Source: an optimization exercise on an open RTL-to-GDS flow (aim: small area). Production flows keep margins and buffers that such runs may drop.
Where RTL was checked, it was by simulation tests only, not by an equivalence proof against the original.
No functional check of the RTL was part of run 3.
Power and IR drop assume default switching activity.

==> flow/design.v <==
module ho_unc (
    input  wire        clk,
    input  wire        rst,         
    input  wire        start,
    input  wire [31:0] in_u0,       
    input  wire [31:0] in_tau,      
    input  wire [15:0] in_f0,       
    input  wire [15:0] in_aging,    
    input  wire [15:0] in_k,        
    input  wire [16:0] in_dtemp,    
    output wire        busy,
    output wire        done,
    output wire [31:0] unc          
);
    localparam [39:0] DEN = 40'd720_000_000_000;
    localparam [39:0] DC1 = 40'h585ca7e000;    
    localparam [39:0] DC2 = 40'hb0b94fc000;    
    localparam [2:0] P_IDLE = 3'd0, P_Y = 3'd1, P_X = 3'd2, P_XH = 3'd3,
                     P_AH = 3'd4, P_A = 3'd5, P_FIN = 3'd6, P_SAT = 3'd7;
    reg [2:0] ph;
    reg [5:0] c;       
    reg [5:0] idx;     
    wire idle = (ph == P_IDLE);
    wire isY  = (ph == P_Y);
    wire isX  = (ph == P_X);
    wire isXH = (ph == P_XH);
    wire isAH = (ph == P_AH);
    wire isA  = (ph == P_A);
    wire isF  = (ph == P_FIN);
    wire isS  = (ph == P_SAT);
    wire c0   = (c == 6'd0);
    wire last = (c == 6'd39);
    wire imatch = (c == idx);
    wire firstY = isY  && (idx == 6'd15);
    wire firstX = isX  && (idx == 6'd16);
    wire firstA = isAH && (idx == 6'd9);
    reg [39:0] ra;     
    reg [39:0] rb;     
    reg [39:0] rc;     
    reg [39:0] rd;     
    reg [39:0] re;     
    reg mbit, mnext;
    wire mtap = isX ? rd[20] : ((isXH | (isAH & (idx != 6'd0))) ? rd[0] : rc[0]);
    wire tau_s = rb[39] & ~c[5];               
    wire dt_s  = rd[39] & (c < 6'd17);
    wire f0_s  = rc[19] & (c < 6'd16);
    wire y_s   = re[39];
    wire e_j   = (idx == 6'd2) | (idx == 6'd5) | (idx == 6'd6);           
    wire c_j   = (idx == 6'd6) | (idx == 6'd8) | (idx == 6'd11) |
                 (idx == 6'd12) | (idx == 6'd16);                         
    reg  [1:0] sreg;   
    reg  d1, cy1, cy2;
    wire acc_out = isX ? rc[39] : re[39];
    wire dbl = (c0 | firstY | firstX | firstA) ? 1'b0 : d1;
    wire a1  = mbit & ~firstX & (isY ? dt_s : tau_s);
    wire dcb = (sreg == 2'd1) ? DC1[c] : ((sreg == 2'd2) ? DC2[c] : 1'b0);
    wire a2  = isY ? (e_j & f0_s) : (isX ? (c_j & y_s) : dcb);
    wire ci1 = ~c0 & cy1;
    wire ci2 = ~c0 & cy2;
    wire s1  = dbl ^ a1 ^ ci1;
    wire co1 = (dbl & a1) | (dbl & ci1) | (a1 & ci1);
    wire sm  = s1 ^ a2 ^ ci2;
    wire co2 = (s1 & a2) | (s1 & ci2) | (a2 & ci2);
    wire [2:0] rt = {sm, re[0], re[1]};
    wire [1:0] s_sel = (rt >= 3'd6) ? 2'd2 : ((rt >= 3'd3) ? 2'd1 : 2'd0);
    reg  nz, gt;
    wire nz_f = nz | sm;
    wire gt_f = gt & sm;
    wire [1:0] g_f = {gt_f, nz_f & ~gt_f};
    reg  d2, cyh;
    wire hact = (isX | isXH) & (c < 6'd10);
    wire ha = firstX ? 1'b0 : (c0 ? d1  : d2);
    wire hb = firstX ? 1'b0 : (c0 ? cy1 : 1'b0);
    wire hc = firstX ? 1'b0 : (c0 ? cy2 : cyh);
    wire hs  = ha ^ hb ^ hc;
    wire hco = (ha & hb) | (ha & hc) | (hb & hc);
    reg  cyu, pend, sticky;
    wire uact = (isA | isF) & ~c[5];           
    wire hit  = imatch & (isA | isF);
    wire inj  = (hit & sreg[0]) | pend;
    wire cui  = ~c0 & cyu;
    wire us   = ra[39] ^ inj ^ cui;
    wire uco  = (ra[39] & inj) | (ra[39] & cui) | (inj & cui);
    wire ra_in = uact ? us : ((isS & sticky & ~c[5]) ? 1'b1 : ra[39]);
    wire rc_in = isX ? sm : rc[39];
    wire rd_in = hact ? hs : rd[39];
    wire re_in = (isY | isAH | isA) ? sm : re[39];
    wire [39:0] ra_sh = {ra[38:0], ra_in};
    wire [39:0] rb_sh = {rb[38:0], rb[39]};
    wire [39:0] rc_sh = {rc[38:0], rc_in};
    wire [39:0] rd_sh = {rd[38:0], rd_in};
    reg ld, sh;
    wire [39:0] ra_ld, rb_ld, rc_ld, rd_ld;
    wire [39:0] ra_m, rb_m, rc_m, rd_m;    
    genvar q;
    generate
        for (q = 0; q < 40; q = q + 1) begin : g_ld
            assign ra_m[39-q] = (q < 32);
            assign rb_m[39-q] = (q < 32);
            assign rc_m[39-q] = (q < 16) || (q >= 20 && q < 36);
            assign rd_m[39-q] = (q < 17) || (q >= 20 && q < 36);
            if (q < 32) begin : g_ab
                assign ra_ld[39-q] = in_u0[q];
                assign rb_ld[39-q] = in_tau[q];
            end else begin : g_abz
                assign ra_ld[39-q] = 1'b0;
                assign rb_ld[39-q] = 1'b0;
            end
            if (q < 16) begin : g_k
                assign rc_ld[39-q] = in_k[q];
            end else if (q >= 20 && q < 36) begin : g_f
                assign rc_ld[39-q] = in_f0[q-20];
            end else begin : g_cz
                assign rc_ld[39-q] = 1'b0;
            end
            if (q < 17) begin : g_dt
                assign rd_ld[39-q] = in_dtemp[q];
            end else if (q >= 20 && q < 36) begin : g_ag
                assign rd_ld[39-q] = in_aging[q-20];
            end else begin : g_dz
                assign rd_ld[39-q] = 1'b0;
            end
        end
    endgenerate
    always @(posedge clk) begin
        ra <= (ra_ld & {40{ld}} & ra_m) | (ra_sh & ({40{sh}} | ~ra_m));
        rb <= (rb_ld & {40{ld}} & rb_m) | (rb_sh & ({40{sh}} | ~rb_m));
        rc <= (rc_ld & {40{ld}} & rc_m) | (rc_sh & ({40{sh}} | ~rc_m));
        rd <= (rd_ld & {40{ld}} & rd_m) | (rd_sh & ({40{sh}} | ~rd_m));
        re <= {re[38:0], re_in};
    end
    always @(posedge clk) begin
        d1   <= acc_out;
        cy1  <= co1;
        cy2  <= co2;
        d2   <= rd[39];
        cyh  <= hco;
        cyu  <= uco;
        pend <= hit & sreg[1] & (idx < 6'd31);
        if (isA) begin
            nz <= (~c0 & nz) | sm;
            gt <= (sm ^ DEN[c]) ? sm : (~c0 & gt);
        end
        if (last) begin
            if (isXH)
                sreg <= 2'd0;
            else if (isA & (idx == 6'd0))
                sreg <= g_f;
            else
                sreg <= s_sel;
        end
        if (idle) begin
            mbit   <= in_k[15];
            sticky <= 1'b0;
        end else begin
            if (last)
                mbit <= imatch ? mtap : mnext;
            else if (imatch)
                mnext <= mtap;
            if ((isAH | isA) & c0)
                sticky <= sticky | ((isAH | (idx >= 6'd32)) & (sreg != 2'd0)) |
                          ((idx == 6'd31) & sreg[1]);
            else if (uact & (c == 6'd31))
                sticky <= sticky | uco;
        end
    end
    always @(posedge clk) begin
        if (rst) begin
            ph <= P_IDLE;
            c  <= 6'd0;
            ld <= 1'b1;
            sh <= 1'b0;
        end else if (idle) begin
            c  <= 6'd0;
            ld <= ~start;
            sh <= start;
            if (start) begin
                ph  <= P_Y;
                idx <= 6'd15;
            end
        end else begin
            c  <= last ? 6'd0 : c + 6'd1;
            ld <= last & isS;
            sh <= ~(last & isS);
            if (last) begin
                case (ph)
                    P_Y:   if (idx == 6'd0) begin ph <= P_X; idx <= 6'd16; end
                           else idx <= idx - 6'd1;
                    P_X:   if (idx == 6'd0) begin ph <= P_XH; idx <= 6'd10; end
                           else idx <= idx - 6'd1;
                    P_XH:  begin ph <= P_AH; idx <= 6'd9; end
                    P_AH:  if (idx == 6'd0) begin ph <= P_A; idx <= 6'd39; end
                           else idx <= idx - 6'd1;
                    P_A:   if (idx == 6'd0) ph <= P_FIN;
                           else idx <= idx - 6'd1;
                    P_FIN: ph <= P_SAT;
                    default: ph <= P_IDLE;
                endcase
            end
        end
    end
    assign busy = ~idle;
    assign done = isS & last;
    genvar g;
    generate
        for (g = 0; g < 32; g = g + 1) begin : g_unc
            assign unc[g] = ra[38-g];
        end
    endgenerate
endmodule
==> flow/flow/run.sh <==
#!/bin/bash
set -euo pipefail
export BUFFER_PORTS_ARGS="-buffer_cell sky130_fd_sc_hd__buf_1"
export CTS_ARGS="-sink_clustering_enable -sink_clustering_size 10 -sink_clustering_max_diameter 35 -dont_use_dummy_load -buf_list sky130_fd_sc_hd__clkbuf_4 -root_buf sky130_fd_sc_hd__clkbuf_8"
bash standard.sh > make_finish.log 2>&1
==> flow/standard.sh <==
#!/bin/bash
# synth_recipe.tcl (not shown) runs the flow's synth.tcl, then flattens the netlist and writes it again
# the make line also repeats each setting of config.mk as NAME=value (left out here)
make -C /OpenROAD-flow-scripts/flow DESIGN_CONFIG=/design/flow/config.mk WORK_HOME=/design/flow/orfs CLKGATE_MAP_FILE= SYNTH_SCRIPT=/design/flow/synth_recipe.tcl "${@:-finish}"
==> flow/config.mk <==
export PLATFORM = sky130hd
export DESIGN_NAME = ho_unc
export DESIGN_NICKNAME = ho_unc
export VERILOG_FILES = /design/flow/design.v
export SDC_FILE = /design/flow/constraint.sdc
export NUM_CORES = 4
export LEC_CHECK = 0
export CAP_MARGIN = 20
export CORE_MARGIN = 2
export CORE_UTILIZATION = 65
export SLEW_MARGIN = 20
==> flow/constraint.sdc <==
create_clock -name core_clock -period 20.0 [get_ports {clk}]
set_input_delay 4.0000 -clock core_clock [delete_from_list [all_inputs] [get_ports {clk}]]
set_output_delay 4.0000 -clock core_clock [all_outputs]
set_load 0.01 [all_outputs]
==> summary.md, run 1 <==
| Metric | Value |
|---|---|
| Largest net degree at the start of global routing | between 100 and 150 |
| Internal power | a little over 0.6 mW |
| Post-synth EDFFs | 12 |
| Worst R2R Start | ph[1] |
| FF+latch count, synth | 231 |
| CTS H-tree depth | 1 |
| CP Cell Sequence | or3b_1 > nor2_1 > nand3_1 > nor2_1 > buf_1 |
| CP max-delay cell | dfxtp_1 |
| Grt total ovfl | 0 |
| Worst R2R Setup Slack | 15.99 ns |
| HP Class | flip-flop to flip-flop |
| Maximum VDD drop | 0.00006944 V |
| CTS tree | built |
| Area contributors post-synth | dfxtp_1 (55%), a22o_1 (14%), edfxtp_1 (4.5%) |
| Hold slack | 0.3141 ns |
| Initial DRC count | 391 |
| Most frequent cells in the layout | dfxtp_1 (217), buf_1 (165), a22o_1 (129) |
| Row Count | 40 |
| N_diodes | 0 |
| Max-Cap Viols | 0 |
| Max stage delay on crit path | 0.55 ns |
| Sequential fraction of the synthesis area | 59.60% |
| Reg clk slew, reported paths | around 0.090 ns |
| Dpl hpwl | 11,130 um |
| Largest family of logic cells by synthesized area | compound AO/OA/AOI/OAI gates |
| Levels on crit path | 5 |
| CTS sink cnt | ~230 |
| Number of remaining DRC errors | 0 |
| Worst hold start | re[27] |
| Global-route usage over all layers | between 20% and 30% |
| Gate Count Post-Synth | just under 700 |
| Cell Area, Synth | 0.007960 mm^2 |
| Sw Ratio | a little under a quarter |
| PostCTS Resize Cnt | 0 |
| CP dominant cell by count | nor2_1 |
| Maximum clock frequency | about 0.15 GHz |
| CP Launch Type | flip-flop |
| Synth Net Count | about 830 |
| Antenna Nets Post-Route | 0 |
| Synth area leader | dfxtp_1 |
| Post-synthesis mux area share | under 10% |
| Post-Synth Simple-Gate Area | 7.592% |
| Hold Path Sink | re[28] |
| Final-layout fill cell count | 916 |
| Vias in the first global route | 5,147 |
| Combinational Power Share | 8.3% |
| Unrepaired setup endpoints after global routing | no |
| IO Pins | 166 |
| Final Power | 0.7955 mW |
| Via count | 5,367 |
| Clock latency on the worst-skew pair | 0.52 ns |
| R2R depth | 8 |
| WP data required | between 15 and 20 ns |
| DRT Wirelength | approximately 16,000 um |
| Port Buffers | 165 |
| Post-synth cell types | 61 |
| Ys async rst share | 0% |
| Area fraction in compound gates after synthesis | 19.33% |
| Chip Width | about 110 um |
| Worst hold path depth | 0 |
| Worst EP arrival | 2.56 ns |
| CTS Root Cell | clkbuf_8 |
| Clock Power Share | around a quarter |
| Total clock buffers created by CTS | 31 |
| Core area | 0.01196 mm^2 |
| Initial Utilization | 66.55% |
| TNS Setup | 0 ns |
| Critical path's top delay family | simple AND/OR/NAND/NOR gates |
| 1st-pass router iterations | 4 |
| Pre-CTS setup slack | roughly 14 ns |
| Min Tclk post-route | 6.562 ns |
| Fin crit share | 32.81% |
| Setup violations, final | 0 |
| Area Growth Syn to Fin | 7.403% |
| Slew Limit Fails | 0 |
| Postcts setup bufs | 0 |
| NetSw | 0.1803 mW |
| Worst setup margin | 13.44 ns |
| Clock buffer depth | 3 |
| WL/cell | ~17 um |
| Worst-Margin Slew | about 0.85 ns |
| Crit path buf inv count | 1 |
| Via/cell ratio | 5.691 |
| Commonest non-fill, non-tap cell in the layout | dfxtp_1 |
| Mean post-synth cell area | 11.72 um^2 |
| Critical Path Sink Type | output port |
| Fin. Hold Viols | 0 |
| Share of Yosys cell area claimed by the top area cell type | 55.08% |
| CTS Hold Bufs | 0 |
| Total power divided by cell area | 93.05 mW/mm^2 |
| Placer Congestion | 0.9243 |
| Die area | ~0.013 mm^2 |
| Final net count | 948 |
| RR Endpoint | sreg[0] |
| Proportion of layout cells with a drive suffix above 1 | around 6.2% |
| Slew margin rel. | between 40 and 50% |
| Initial antenna violation count | 0 |
| P_leak | 3.331 nW |
| Die Span Y | 114.7 um |
| Clock skew | 0.04576 ns |
| Status | complete, no violations |
| Worst setup path class | flip-flop to output port |
| Primary FF master, synth | dfxtp_1 |
| YS warnings | 1 |
| CP max FO | 11 |
| Synth Area in XOR/XNOR | 1.981% |
| Sequential share of power | between 60% and 70% |
| Post-synthesis adder-cell area fraction | 3.207% |
| First-pass GRT wire length | 24,950 um |
==> worst max-delay path by stage <==
stage | startpoint | endpoint | slack (ns)
global route | c[3] | done | 13.25
finish | c[5] | done | 13.44
floorplan | c[3] | done | 14.43
global placement | c[5] | done | 14.11
CTS | c[5] | done | 13.41
detailed placement | c[5] | done | 13.99
==> worst register-to-register path, delay by kind of cell, from the launching register on <==
family,cells,cell delay [ns]
flops,1,0.76
fa+ha+maj,2,1.23
simple gates,4,1.28
mux,1,0.37
compound gates,1,0.17
==> final cells by class <==
type	instances	area (um^2)	share of cell area, %
flip-flops and latches	231	4752	55.58
multi-input cells	351	2655	31.06
repair buffers	167	641.9	7.508
clock buffers	31	251.5	2.942
well taps	147	183.9	2.151
inverters	16	65.06	0.7610
==> synth_stat cells (all sizes together) (6+ instances only) <==
cell type,instances
a22o,129
xor2,11
ha,14
dfxtp,219
nand3,11
inv,14
nor2,32
edfxtp,12
buf,44
nor3,12
nand2,25
clkbuf,37
a31oi,6
o21ai,13
a21oi,15
xnor2,7
==> layer usage <==
metal	share of wire, %	vias to the layer above	track usage, %
met3	6.1	34	4.129
met4	2.8	0	8.943
li1	-	2658	-
met5	0	-	0
met2	46	186	38.15
met1	45	2489	32.34
==> power groups by stage <==
| stage | combinational [mW] | sequential [mW] | clock, mW |
|---|---|---|---|
| CTS | 0.0665 | 0.519 | 0.219 |
| detailed placement | 0.0653 | 0.530 | 0 |
| global route | 0.0734 | 0.523 | 0.234 |
| floorplan | 0.0558 | 0.523 | 0 |
| finish | 0.0662 | 0.519 | 0.210 |
| global placement | 0.0640 | 0.529 | 0 |
==> logic make-up (layout without fill, tap and decap cells) <==
logic type               Yosys count  in the layout
flip-flops                       231            231
XOR/XNOR                          18             18
AND/OR/NAND/NOR                  115            115
AO/OA/AOI/OAI                    192            192
adder cells (fa/ha/maj)           18             18
buffers and inverters             97            214
multiplexers                       8              8
==> flip-flops by register name, indices dropped and copies added, names as in the netlist, 2 cells and up <==
signal / count
c: 6
idx: 6
ph: 3
ra: 40
rb: 40
rc: 40
rd: 40
re: 40
sreg: 2
==> stage by stage <==
stage / util [%] / area (um^2) / cells
2_1_floorplan: - / 7960 / 679
3_3_place_gp: 69.31 / 8290 / 912
3_5_place_dp: 69.31 / 8290 / 912
4_1_cts: 71.41 / 8542 / 943
5_1_grt: 71.47 / 8549 / 943
6_report: 71.47 / 8549 / 943
==> run 2: changes to the inputs <==
==> flow/flow/run.sh (replaced) <==
#!/bin/bash
set -euo pipefail
export BUFFER_PORTS_ARGS="-buffer_cell sky130_fd_sc_hd__buf_1"
export CTS_ARGS="-sink_clustering_enable -sink_clustering_size 16 -sink_clustering_max_diameter 45 -dont_use_dummy_load -buf_list sky130_fd_sc_hd__clkbuf_8 -root_buf sky130_fd_sc_hd__clkbuf_8"
bash standard.sh > make_finish.log 2>&1
==> summary.md, run 2 <==
| Metric | Value |
|---|---|
| Status | complete, no violations (unchanged) |
| CTS sink cnt | 231 (unchanged) |
| Area Growth Syn to Fin | 7.875% (was 7.403%) |
| Row Count | 40 (unchanged) |
| Commonest non-fill, non-tap cell in the layout | dfxtp_1 (unchanged) |
| CP max FO | 11 (unchanged) |
| Met3 GRT Util | 4.182% (was 4.129%) |
| Final net count | 938 (was 948) |
| Primary FF master, synth | dfxtp_1 (unchanged) |
| Ys async rst share | 0% (unchanged) |
| Worst hold start | ra[0] (was re[27]) |
| Fin crit share | 32.56% (was 32.81%) |
| GRT met1 Usage | 32.94% (was 32.34%) |
| Hold slack | 0.3252 ns (was 0.3141 ns) |
| Worst-Margin Slew | 0.8346 ns (was 0.8505 ns) |
| Worst R2R Start | ph[1] (unchanged) |
| CTS H-tree depth | 1 (unchanged) |
| HP Class | flip-flop to flip-flop (unchanged) |
| Dpl hpwl | 11,130 um (unchanged) |
| R2R depth | 8 (unchanged) |
| Clock buffer depth | 3 (unchanged) |
| Maximum VDD drop | 0.00007756 V (was 0.00006944 V) |
| Initial Utilization | 66.55% (unchanged) |
| Max-Cap Viols | 0 (unchanged) |
| Proportion of layout cells with a drive suffix above 1 | 4.962% (was 6.156%) |
| Postcts setup bufs | 0 (unchanged) |
| Total power divided by cell area | 94.50 mW/mm^2 (was 93.05 mW/mm^2) |
| Placer Congestion | 0.9243 (unchanged) |
| First-pass GRT wire length | 24,980 um (was 24,950 um) |
| Worst EP arrival | 2.51 ns (was 2.56 ns) |
| Clock latency on the worst-skew pair | 0.50 ns (was 0.52 ns) |
| IO Pins | 166 (unchanged) |
| YS warnings | 1 (unchanged) |
| Mean post-synth cell area | 11.72 um^2 (unchanged) |
| TNS Setup | 0 ns (unchanged) |
| RR Endpoint | sreg[0] (unchanged) |
| DRT Wirelength | 16,100 um (was 16,190 um) |
| Initial antenna violation count | 0 (unchanged) |
| Synth area leader | dfxtp_1 (unchanged) |
| Non-Filler Instances | 933 (was 943) |
| M2 GR Usage | 38.07% (was 38.15%) |
| Port Buffers | 165 (unchanged) |
| Post-synth EDFFs | 12 (unchanged) |
| Maximum clock frequency | 0.1536 GHz (was 0.1524 GHz) |
| Reg clk slew, reported paths | 0.08 ns (was 0.09 ns) |
| Clock skew | 0.04369 ns (was 0.04576 ns) |
| Grt total ovfl | 0 (unchanged) |
| WL/cell | 17.25 um (was 17.17 um) |
| Hold Path Sink | ra[1] (was re[28]) |
| Synth Net Count | 829 (unchanged) |
| Slew margin rel. | 44.36% (was 43.22%) |
| Sequential fraction of the synthesis area | 59.60% (unchanged) |
| Unrepaired setup endpoints after global routing | no (unchanged) |
| Initial DRC count | 400 (was 391) |
| Chip Width | 114.7 um (unchanged) |
| Via/cell ratio | 5.738 (was 5.691) |
| Slew Limit Fails | 0 (unchanged) |
| Most frequent cells in the layout | dfxtp_1 (217), buf_1 (165), a22o_1 (129) (unchanged) |
| Largest net degree at the start of global routing | 122 (unchanged) |
| CTS Root Cell | clkbuf_8 (unchanged) |
| Die Span Y | 114.7 um (unchanged) |
| WP data required | 16.00 ns (about the same) |
| CTS Hold Bufs | 0 (unchanged) |
| Synth top cells by count | dfxtp_1 (219), a22o_1 (129), clkbuf_1 (37) (unchanged) |
| 1st-pass router iterations | 6 (was 4) |
| Share of Yosys cell area claimed by the top area cell type | 55.08% (unchanged) |
| CTS tree | built (unchanged) |
| Placed cell areas | 0.008290 mm^2 (unchanged) |
| FF+latch count, synth | 231 (unchanged) |
| Min Tclk post-route | 6.512 ns (was 6.562 ns) |
| PostCTS Resize Cnt | 0 (unchanged) |
| Global-route usage over all layers | 23.65% (was 23.73%) |
| Top-count cell post-synth | dfxtp_1 (unchanged) |
| Worst R2R Setup Slack | 16.08 ns (was 15.99 ns) |
| Placed Cells incl. Taps | 912 (unchanged) |
| P_leak | 3.332 nW (was 3.331 nW) |
| Setup violations, final | 0 (unchanged) |
| Via count | 5,354 (was 5,367) |
| Antenna Nets Post-Route | 0 (unchanged) |
| Fin. Hold Viols | 0 (unchanged) |
| Final-layout fill cell count | 915 (was 916) |
| Area contributors post-synth | dfxtp_1 (55%), a22o_1 (14%), edfxtp_1 (4.5%) (unchanged) |
| Total clock buffers created by CTS | 21 (was 31) |
| Grt peak-use layer | met2 (unchanged) |
| Post-synth cell types | 61 (unchanged) |
| N_diodes | 0 (unchanged) |
| Die area | 0.01315 mm^2 (unchanged) |
| CP Launch Type | flip-flop (unchanged) |
| Vias in the first global route | 5,065 (was 5,147) |
| Core area | 0.01196 mm^2 (unchanged) |
| Cell Area, Synth | 0.007960 mm^2 (unchanged) |
| Gate Count Post-Synth | 679 (unchanged) |
| Final core occ | 71.79% (was 71.47%) |
| Worst setup path class | flip-flop to output port (unchanged) |
| Cell area after layout | 0.008587 mm^2 (was 0.008549 mm^2) |
| Worst hold path depth | 0 (unchanged) |
| Number of remaining DRC errors | 0 (unchanged) |
| Critical Path Sink Type | output port (unchanged) |
## run 2: cell counts after synthesis
Identical to the previous run, type by type.
## run 2: cells by family after synthesis
| group | synth area share (%) |
|---|---|
| compound gates | 19.33 |
| flops | 59.60 |
| xor+xnor | 1.980 |
| buf+inv | 7.042 |
| fa+ha+maj | 3.207 |
| simple gates | 7.592 |
| mux | 1.242 |
## run 2: worst max-delay path: stages, from the launching register on
cell and delay, ns:
dfxtp_1 0.54, or3b_1 0.46, nor2_1 0.46, nand3_1 0.19, nor2_1 0.21, buf_1 0.17
## run 2: how the worst max path moves through the flow
stage,from,endpoint,slack (ns)
after floorplan,c[3],done,14.43
after global placement,c[5],done,14.11
after detailed placement,c[5],done,13.99
after CTS,c[5],done,13.46
after global routing,c[3],done,13.28
final,c[5],done,13.49
## run 2: report_power, final
| part | internal [mW] | switching [mW] | leakage, nW |
|---|---|---|---|
| combinational | 0.0338 | 0.0323 | 1.25 |
| clock | 0.0939 | 0.132 | 0.151 |
| sequential | 0.503 | 0.0161 | 1.93 |
## run 2: layer usage
| layer | vias to the layer above | share of wire (%) |
|---|---|---|
| met5 | - | 0 |
| met1 | 2507 | 45 |
| met4 | 0 | 2.6 |
| met3 | 29 | 6.1 |
| li1 | 2629 | - |
| met2 | 189 | 46 |
## run 2: layout make-up
cell class,count,area [um^2],share of cell area [%]
inverter,16,65.06,0.7577
sequential,231,4752,55.34
tap,147,183.9,2.142
multi-input combinational,351,2655,30.92
timing repair buffer,167,641.9,7.475
clock buffer,21,289.0,3.366
## run 2: per-stage QoR
step                      setup WS, ns  power, mW
final                            13.49     0.8114
after global routing             13.28     0.8463
after CTS                        13.46     0.8188
after detailed placement         13.99     0.5951
after global placement           14.11     0.5925
after floorplan                  14.43     0.5785
==> run 3: changes to the inputs <==
--- a/flow/design.v
+++ b/flow/design.v
@@ -54,5 +54,7 @@
     wire dbl = (c0 | firstY | firstX | firstA) ? 1'b0 : d1;
     wire a1  = mbit & ~firstX & (isY ? dt_s : tau_s);
-    wire dcb = (sreg == 2'd1) ? DC1[c] : ((sreg == 2'd2) ? DC2[c] : 1'b0);
+    reg  dcd;          
+    wire dc1 = DC1[c];
+    wire dcb = (sreg[0] & dc1) | (sreg[1] & dcd);
     wire a2  = isY ? (e_j & f0_s) : (isX ? (c_j & y_s) : dcb);
     wire ci1 = ~c0 & cy1;
@@ -138,8 +140,7 @@
         cyu  <= uco;
         pend <= hit & sreg[1] & (idx < 6'd31);
-        if (isA) begin
-            nz <= (~c0 & nz) | sm;
-            gt <= (sm ^ DEN[c]) ? sm : (~c0 & gt);
-        end
+        dcd  <= dc1;
+        nz   <= (~c0 & nz) | sm;
+        gt   <= (sm ^ dc1 ^ (c > 6'd13)) ? sm : (~c0 & gt);    
         if (last) begin
             if (isXH)
==> flow/flow/run.sh (replaced) <==
#!/bin/bash
set -euo pipefail
export BUFFER_PORTS_ARGS="-buffer_cell sky130_fd_sc_hd__buf_1"
export CTS_ARGS="-sink_clustering_enable -sink_clustering_size 14 -sink_clustering_max_diameter 30 -dont_use_dummy_load -buf_list sky130_fd_sc_hd__clkbuf_4 -root_buf sky130_fd_sc_hd__clkbuf_8"
bash standard.sh > make_finish.log 2>&1
==> summary.md, run 3 <==
| Metric | Value |
|---|---|
| Placer Congestion | 0.9070 (was 0.9243) |
| Commonest non-fill, non-tap cell in the layout | dfxtp_1 (unchanged) |
| Top-count cell post-synth | dfxtp_1 (unchanged) |
| Hold slack | 0.2949 ns (was 0.3252 ns) |
| Cell Area, Synth | 0.007860 mm^2 (was 0.007960 mm^2) |
| Min Tclk post-route | 6.384 ns (was 6.512 ns) |
| Synth area leader | dfxtp_1 (unchanged) |
| Via count | 5,428 (was 5,354) |
| PostCTS Resize Cnt | 0 (unchanged) |
| Fin. Hold Viols | 0 (unchanged) |
| Non-Filler Instances | 945 (was 933) |
| TNS Setup | 0 ns (unchanged) |
| N_diodes | 0 (unchanged) |
| Antenna Nets Post-Route | 0 (unchanged) |
| Final net count | 950 (was 938) |
| FF+latch count, synth | 232 (was 231) |
| Synth Net Count | 821 (was 829) |
| Most frequent cells in the layout | dfxtp_1 (220), buf_1 (165), a22o_1 (129) (was dfxtp_1 (217), buf_1 (165), a22o_1 (129)) |
| Die Span Y | 114.0 um (was 114.7 um) |
| Fin crit share | 31.92% (was 32.56%) |
| Mean post-synth cell area | 11.71 um^2 (was 11.72 um^2) |
| Worst EP arrival | 2.38 ns (was 2.51 ns) |
| Worst setup path class | flip-flop to output port (unchanged) |
| Critical Path Sink Type | output port (unchanged) |
| IO Pins | 166 (unchanged) |
| Number of remaining DRC errors | 0 (unchanged) |
| Post-synth cell types | 64 (was 61) |
| Row Count | 40 (unchanged) |
| GRT met1 Usage | 32.51% (was 32.94%) |
| Placed Cells incl. Taps | 910 (was 912) |
| Reg clk slew, reported paths | 0.11 ns (was 0.08 ns) |
| Area contributors post-synth | dfxtp_1 (57%), a22o_1 (14%), edfxtp_1 (3.8%) (was dfxtp_1 (55%), a22o_1 (14%), edfxtp_1 (4.5%)) |
| Die area | 0.01299 mm^2 (was 0.01315 mm^2) |
| Worst R2R Setup Slack | 15.81 ns (was 16.08 ns) |
| Clock latency on the worst-skew pair | 0.50 ns (about the same) |
| Chip Width | 114.0 um (was 114.7 um) |
| Worst R2R Start | ph[1] (unchanged) |
| Initial DRC count | 366 (was 400) |
| WL/cell | 16.86 um (was 17.25 um) |
| CTS tree | built (unchanged) |
| Slew margin rel. | 51.41% (was 44.36%) |
| Unrepaired setup endpoints after global routing | no (unchanged) |
| Final Power | 0.8171 mW (was 0.8114 mW) |
| CTS sink cnt | 232 (was 231) |
| Grt total ovfl | 0 (unchanged) |
| Combinational Power Share | 7.6% (was 8.1%) |
| DRT Wirelength | 15,930 um (was 16,100 um) |
| Clock Power Share | 28.1% (was 27.9%) |
| Maximum VDD drop | 0.00007185 V (was 0.00007756 V) |
| Share of Yosys cell area claimed by the top area cell type | 56.54% (was 55.08%) |
| NetSw | 0.1862 mW (was 0.1807 mW) |
| Gate Count Post-Synth | 671 (was 679) |
| Setup violations, final | 0 (unchanged) |
| Final core occ | 71.87% (was 71.79%) |
| Postcts setup bufs | 0 (unchanged) |
| Worst setup margin | 13.62 ns (was 13.49 ns) |
| Status | complete, no violations (unchanged) |
| P_leak | 3.362 nW (was 3.332 nW) |
| Cell area after layout | 0.008561 mm^2 (was 0.008587 mm^2) |
| Slew Limit Fails | 0 (unchanged) |
| CTS H-tree depth | 2 (was 1) |
| Grt peak-use layer | met2 (unchanged) |
| M2 GR Usage | 39.05% (was 38.07%) |
| Global-route usage over all layers | 24.28% (was 23.65%) |
| Primary FF master, synth | dfxtp_1 (unchanged) |
| WP data required | 16.00 ns (about the same) |
| Initial antenna violation count | 0 (unchanged) |
| Sw Ratio | 22.78% (was 22.27%) |
| Sequential fraction of the synthesis area | 60.36% (was 59.60%) |
| CP startpoint | c[5] (unchanged) |
| Clock buffer depth | 3 (unchanged) |
| Clock skew | 0.07306 ns (was 0.04369 ns) |
| Max-Cap Viols | 0 (unchanged) |
| Core area | 0.01191 mm^2 (was 0.01196 mm^2) |
| Total clock buffers created by CTS | 35 (was 21) |
| CTS Root Cell | clkbuf_8 (unchanged) |
| Total power divided by cell area | 95.45 mW/mm^2 (was 94.50 mW/mm^2) |
| Largest net degree at the start of global routing | 69 (was 122) |
| Proportion of layout cells with a drive suffix above 1 | 6.642% (was 4.962%) |
| First-pass GRT wire length | 25,230 um (was 24,980 um) |
| Worst hold start | re[16] (was ra[0]) |
| YS warnings | 1 (unchanged) |
| Dpl hpwl | 10,980 um (was 11,130 um) |
| Pre-CTS setup slack | 14.18 ns (was 13.99 ns) |
| Synth top cells by count | dfxtp_1 (222), a22o_1 (129), clkbuf_1 (35) (was dfxtp_1 (219), a22o_1 (129), clkbuf_1 (37)) |
| Placed cell areas | 0.008267 mm^2 (was 0.008290 mm^2) |
| CP Launch Type | flip-flop (unchanged) |
| Area Growth Syn to Fin | 8.914% (was 7.875%) |
| CP max FO | 11 (unchanged) |
| Internal power | 0.6310 mW (was 0.6308 mW) |
| HP Class | flip-flop to flip-flop (unchanged) |
| Ys async rst share | 0% (unchanged) |
| Maximum clock frequency | 0.1566 GHz (was 0.1536 GHz) |
| Met3 GRT Util | 5.526% (was 4.182%) |
| Worst-Margin Slew | 0.7278 ns (was 0.8346 ns) |
| Port Buffers | 165 (unchanged) |
| 1st-pass router iterations | 7 (was 6) |
| Initial Utilization | 65.99% (was 66.55%) |
| Post-synth EDFFs | 10 (was 12) |
| Sequential share of power | 64.3% (was 64.0%) |
| Vias in the first global route | 5,198 (was 5,065) |
| CTS Hold Bufs | 0 (unchanged) |
| Via/cell ratio | 5.744 (was 5.738) |
-- run 3: layer usage --
| metal | vias up | wire [um] |
|---|---|---|
| met3 | 29 | 1049 |
| li1 | 2639 | - |
| met5 | - | 0 |
| met4 | 0 | 342 |
| met2 | 184 | 7555 |
| met1 | 2576 | 6981 |
-- run 3: layout make-up --
| cell class | count | area [um^2] |
|---|---|---|
| well taps | 147 | 183.9 |
| flip-flops and latches | 232 | 4752 |
| multi-input cells | 347 | 2629 |
| inverters | 16 | 60.06 |
| repair buffers | 168 | 641.9 |
| fillers | 873 | 3351 |
| clock buffers | 35 | 294.0 |
-- run 3: final timing paths --
path,endpoint,depth (start not counted)
setup / recovery,done,5
hold / removal,re[17],0
setup reg to reg,sreg[0],8
hold reg to reg,re[17],0
-- run 3: logic make-up (layout without fill, tap and decap cells) --
group | after synthesis | count (layout) | synth area share, %
xor gates and xnor gates | 16 | 16 | 1.783
DFF | 232 | 232 | 60.36
and+or+nand+nor | 121 | 121 | 7.991
muxes | 6 | 6 | 1.035
buffers and inverters | 92 | 219 | 6.192
adders and majority gates | 19 | 19 | 3.375
AOI/OAI and AO/OA | 185 | 185 | 19.26
-- run 3: power groups by stage --
stage | clock, mW | sequential [mW] | combinational [mW]
2_1_floorplan | 0 | 0.525 | 0.0551
3_3_place_gp | 0 | 0.534 | 0.0604
3_5_place_dp | 0 | 0.536 | 0.0618
4_1_cts | 0.237 | 0.526 | 0.0628
5_1_grt | 0.258 | 0.530 | 0.0687
6_report | 0.229 | 0.525 | 0.0624
-- run 3: worst max-delay path, cell delays in order (launching register included) --
cell,delay (ns)
dfxtp_1,0.58
nor3b_1,0.33
and3_1,0.40
nand3_1,0.16
nor2_1,0.23
buf_1,0.18
==> run 4: changes to the inputs <==
--- a/flow/design.v
+++ b/flow/design.v
@@ -54,7 +54,5 @@
     wire dbl = (c0 | firstY | firstX | firstA) ? 1'b0 : d1;
     wire a1  = mbit & ~firstX & (isY ? dt_s : tau_s);
-    reg  dcd;          
-    wire dc1 = DC1[c];
-    wire dcb = (sreg[0] & dc1) | (sreg[1] & dcd);
+    wire dcb = (sreg == 2'd1) ? DC1[c] : ((sreg == 2'd2) ? DC2[c] : 1'b0);
     wire a2  = isY ? (e_j & f0_s) : (isX ? (c_j & y_s) : dcb);
     wire ci1 = ~c0 & cy1;
@@ -140,7 +138,8 @@
         cyu  <= uco;
         pend <= hit & sreg[1] & (idx < 6'd31);
-        dcd  <= dc1;
-        nz   <= (~c0 & nz) | sm;
-        gt   <= (sm ^ dc1 ^ (c > 6'd13)) ? sm : (~c0 & gt);    
+        if (isA) begin
+            nz <= (~c0 & nz) | sm;
+            gt <= (sm ^ DEN[c]) ? sm : (~c0 & gt);
+        end
         if (last) begin
             if (isXH)
==> flow/flow/run.sh (replaced) <==
#!/bin/bash
# The standard ORFS layout (standard.sh), with two choices changed:
#  - every port still gets a buffer, but the smallest one (buf_1)
#  - the clock tree is built from small clock buffers in clusters of at
#    most 10 flip-flops, without dummy loads
# make's full output goes to make_finish.log; ORFS keeps each step's log
# under orfs/logs.
set -euo pipefail
export BUFFER_PORTS_ARGS="-buffer_cell sky130_fd_sc_hd__buf_1"
export CTS_ARGS="-sink_clustering_enable -sink_clustering_size 10 -sink_clustering_max_diameter 35 -dont_use_dummy_load -buf_list sky130_fd_sc_hd__clkbuf_4 -root_buf sky130_fd_sc_hd__clkbuf_8"
bash standard.sh > make_finish.log 2>&1
==> summary.md, run 4 <==
| Metric | Value |
|---|---|
| Clock buffer depth | 3 (unchanged) |
| Global-route usage over all layers | 23.73% (was 24.28%) |
| Final net count | 948 (was 950) |
| DRT Wirelength | 16,190 um (was 15,930 um) |
| Cell Area, Synth | 0.007960 mm^2 (was 0.007860 mm^2) |
| Placer Congestion | 0.9243 (was 0.9070) |
| Synth area leader | dfxtp_1 (unchanged) |
| FF+latch count, synth | 231 (was 232) |
| Fin crit share | 32.81% (was 31.92%) |
| Die Span Y | 114.7 um (was 114.0 um) |
| Area Growth Syn to Fin | 7.403% (was 8.914%) |
| Slew Limit Fails | 0 (unchanged) |
| CP max FO | 11 (unchanged) |
| Maximum VDD drop | 0.00006944 V (was 0.00007185 V) |
| PostCTS Resize Cnt | 0 (unchanged) |
| Worst-Margin Slew | 0.8505 ns (was 0.7278 ns) |
| RR Endpoint | sreg[0] (unchanged) |
| Total power divided by cell area | 93.05 mW/mm^2 (was 95.45 mW/mm^2) |
| Postcts setup bufs | 0 (unchanged) |
| Final-layout fill cell count | 916 (was 873) |
| Via/cell ratio | 5.691 (was 5.744) |
| CP Launch Type | flip-flop (unchanged) |
| Most frequent cells in the layout | dfxtp_1 (217), buf_1 (165), a22o_1 (129) (was dfxtp_1 (220), buf_1 (165), a22o_1 (129)) |
| Via count | 5,367 (was 5,428) |
| Gate Count Post-Synth | 679 (was 671) |
| Placed Cells incl. Taps | 912 (was 910) |
| Unrepaired setup endpoints after global routing | no (unchanged) |
| Vias in the first global route | 5,147 (was 5,198) |
| Initial DRC count | 391 (was 366) |
| Initial antenna violation count | 0 (unchanged) |
| Worst setup path class | flip-flop to output port (unchanged) |
| Clock skew | 0.04576 ns (was 0.07306 ns) |
| Min Tclk post-route | 6.562 ns (was 6.384 ns) |
| Maximum clock frequency | 0.1524 GHz (was 0.1566 GHz) |
| Area contributors post-synth | dfxtp_1 (55%), a22o_1 (14%), edfxtp_1 (4.5%) (was dfxtp_1 (57%), a22o_1 (14%), edfxtp_1 (3.8%)) |
| Row Count | 40 (unchanged) |
| Final Power | 0.7955 mW (was 0.8171 mW) |
| 1st-pass router iterations | 4 (was 7) |
| Critical path capture point | done (unchanged) |
| Primary FF master, synth | dfxtp_1 (unchanged) |
| Final core occ | 71.47% (was 71.87%) |
| CTS sink cnt | 231 (was 232) |
| HP Class | flip-flop to flip-flop (unchanged) |
| CTS Root Cell | clkbuf_8 (unchanged) |
| CP startpoint | c[5] (unchanged) |
| Dpl hpwl | 11,130 um (was 10,980 um) |
| Worst R2R Start | ph[1] (unchanged) |
| CTS tree | built (unchanged) |
| Worst R2R Setup Slack | 15.99 ns (was 15.81 ns) |
| Max-Cap Viols | 0 (unchanged) |
| Slew margin rel. | 43.22% (was 51.41%) |
| Number of remaining DRC errors | 0 (unchanged) |
| Top-count cell post-synth | dfxtp_1 (unchanged) |
| Core area | 0.01196 mm^2 (was 0.01191 mm^2) |
| Non-Filler Instances | 943 (was 945) |
| Total clock buffers created by CTS | 31 (was 35) |
| Synth Net Count | 829 (was 821) |
| Initial Utilization | 66.55% (was 65.99%) |
| Antenna Nets Post-Route | 0 (unchanged) |
| WP data required | 16.00 ns (about the same) |
| First-pass GRT wire length | 24,950 um (was 25,230 um) |
| Commonest non-fill, non-tap cell in the layout | dfxtp_1 (unchanged) |
| Chip Width | 114.7 um (was 114.0 um) |
| Worst EP arrival | 2.56 ns (was 2.38 ns) |
| Setup violations, final | 0 (unchanged) |
| R2R depth | 8 (unchanged) |
| Sequential fraction of the synthesis area | 59.60% (was 60.36%) |
| YS warnings | 1 (unchanged) |
| Post-synth EDFFs | 12 (was 10) |
| Fin. Hold Viols | 0 (unchanged) |
| Port Buffers | 165 (unchanged) |
| Grt total ovfl | 0 (unchanged) |
| Clock latency on the worst-skew pair | 0.52 ns (was 0.50 ns) |
| Largest net degree at the start of global routing | 122 (was 69) |
| Ys async rst share | 0% (unchanged) |
| N_diodes | 0 (unchanged) |
| Reg clk slew, reported paths | 0.09 ns (was 0.11 ns) |
| Synth top cells by count | dfxtp_1 (219), a22o_1 (129), clkbuf_1 (37) (was dfxtp_1 (222), a22o_1 (129), clkbuf_1 (35)) |
| Proportion of layout cells with a drive suffix above 1 | 6.156% (was 6.642%) |
| Share of Yosys cell area claimed by the top area cell type | 55.08% (was 56.54%) |
| Worst hold start | re[27] (was re[16]) |
| Critical Path Sink Type | output port (unchanged) |
| P_leak | 3.331 nW (was 3.362 nW) |
| CTS H-tree depth | 1 (was 2) |
| Die area | 0.01315 mm^2 (was 0.01299 mm^2) |
| TNS Setup | 0 ns (unchanged) |
| Post-synth cell types | 61 (was 64) |
| IO Pins | 166 (unchanged) |
| CTS Hold Bufs | 0 (unchanged) |
| Mean post-synth cell area | 11.72 um^2 (was 11.71 um^2) |
| WL/cell | 17.17 um (was 16.86 um) |
| Status | complete, no violations (unchanged) |
-- run 4: final cells by class --
cell class                 instances  area, um^2  share of cell area (%)
clock buffer                      31       251.5                   2.942
inverter                          16       65.06                  0.7610
multi-input combinational        351        2655                   31.06
sequential                       231        4752                   55.58
tap                              147       183.9                   2.151
timing repair buffer             167       641.9                   7.508
-- run 4: report_power, final --
part           total, mW  switching (mW)  internal (mW)
clock network      0.210           0.132         0.0783
registers          0.519          0.0160          0.503
logic             0.0662          0.0325         0.0338
-- run 4: kinds of logic after synthesis --
family | share of synthesized area, %
AO/OA/AOI/OAI | 19.33
XOR/XNOR | 1.980
adder cells (fa/ha/maj) | 3.207
buffers and inverters | 7.042
flip-flops | 59.60
multiplexers | 1.242
AND/OR/NAND/NOR | 7.592
-- run 4: worst min-delay path by stage --
stage / depth (start not counted) / slack [ns] / endpoint
after detailed placement: 0 / 0.31 / ra[7]
after global routing: 0 / 0.32 / re[3]
after global placement: 0 / 0.31 / rd[22]
after floorplan: 0 / 0.31 / ra[1]
after CTS: 0 / 0.32 / re[28]
final: 0 / 0.31 / re[28]
-- run 4: per-layer routing --
layer	share of wire [%]	vias to the layer above	track usage, %	routed length [um]
met3	6.1	34	4.129	983
li1	-	2658	-	-
met2	46	186	38.15	7398
met5	0	-	0	0
met1	45	2489	32.34	7350
met4	2.8	0	8.943	457
-- run 4: worst max-delay path, cell delays in order (launching register included) --
cell and delay [ns]:
dfxtp_1 0.55, or3b_1 0.46, nor2_1 0.47, nand3_1 0.19
nor2_1 0.21, buf_1 0.17
-- run 4: per-stage QoR --
stage / setup WS, ns / hold WS, ns / cell area (um^2)
detailed placement: 13.99 / 0.3121 / 8290
global route: 13.25 / 0.3221 / 8549
global placement: 14.11 / 0.3099 / 8290
finish: 13.44 / 0.3141 / 8549
floorplan: 14.43 / 0.3096 / 7960
CTS: 13.41 / 0.3241 / 8542

==> what the ideal ports hide <==
How much do the figures lean on ideal ports? The routed layouts below were timed once more, with nothing changed but the port constraints.
Step 1 sets driving cells, clkbuf_16 on the clock port and buf_2 on the other inputs (assumed; they add their load-dependent delay and slew).
Step 2, shift: input delay + t, output delay - t, t = (earliest + latest rising clock arrival at the registers) / 2. This alone moves slack from input paths to output paths.
Slacks: ideal ports / drivers / drivers and shift; pairs: ideal ports / drivers.
| run | t, ns | setup slack, ns | worst hold slack (ns) |
|---|---|---|---|
| run 1 | 0.533 | 13.438 / 13.404 / 13.937 | 0.314 / 0.314 / 0.314 |
| run 2 | 0.510 | 13.488 / 13.453 / 13.963 | 0.325 / 0.325 / 0.325 |
| run 3 | 0.504 | 13.616 / 13.581 / 14.085 | 0.295 / 0.295 / 0.295 |
| run 4 | 0.533 | 13.438 / 13.404 / 13.937 | 0.314 / 0.314 / 0.314 |
After both steps every run listed still meets setup and hold.
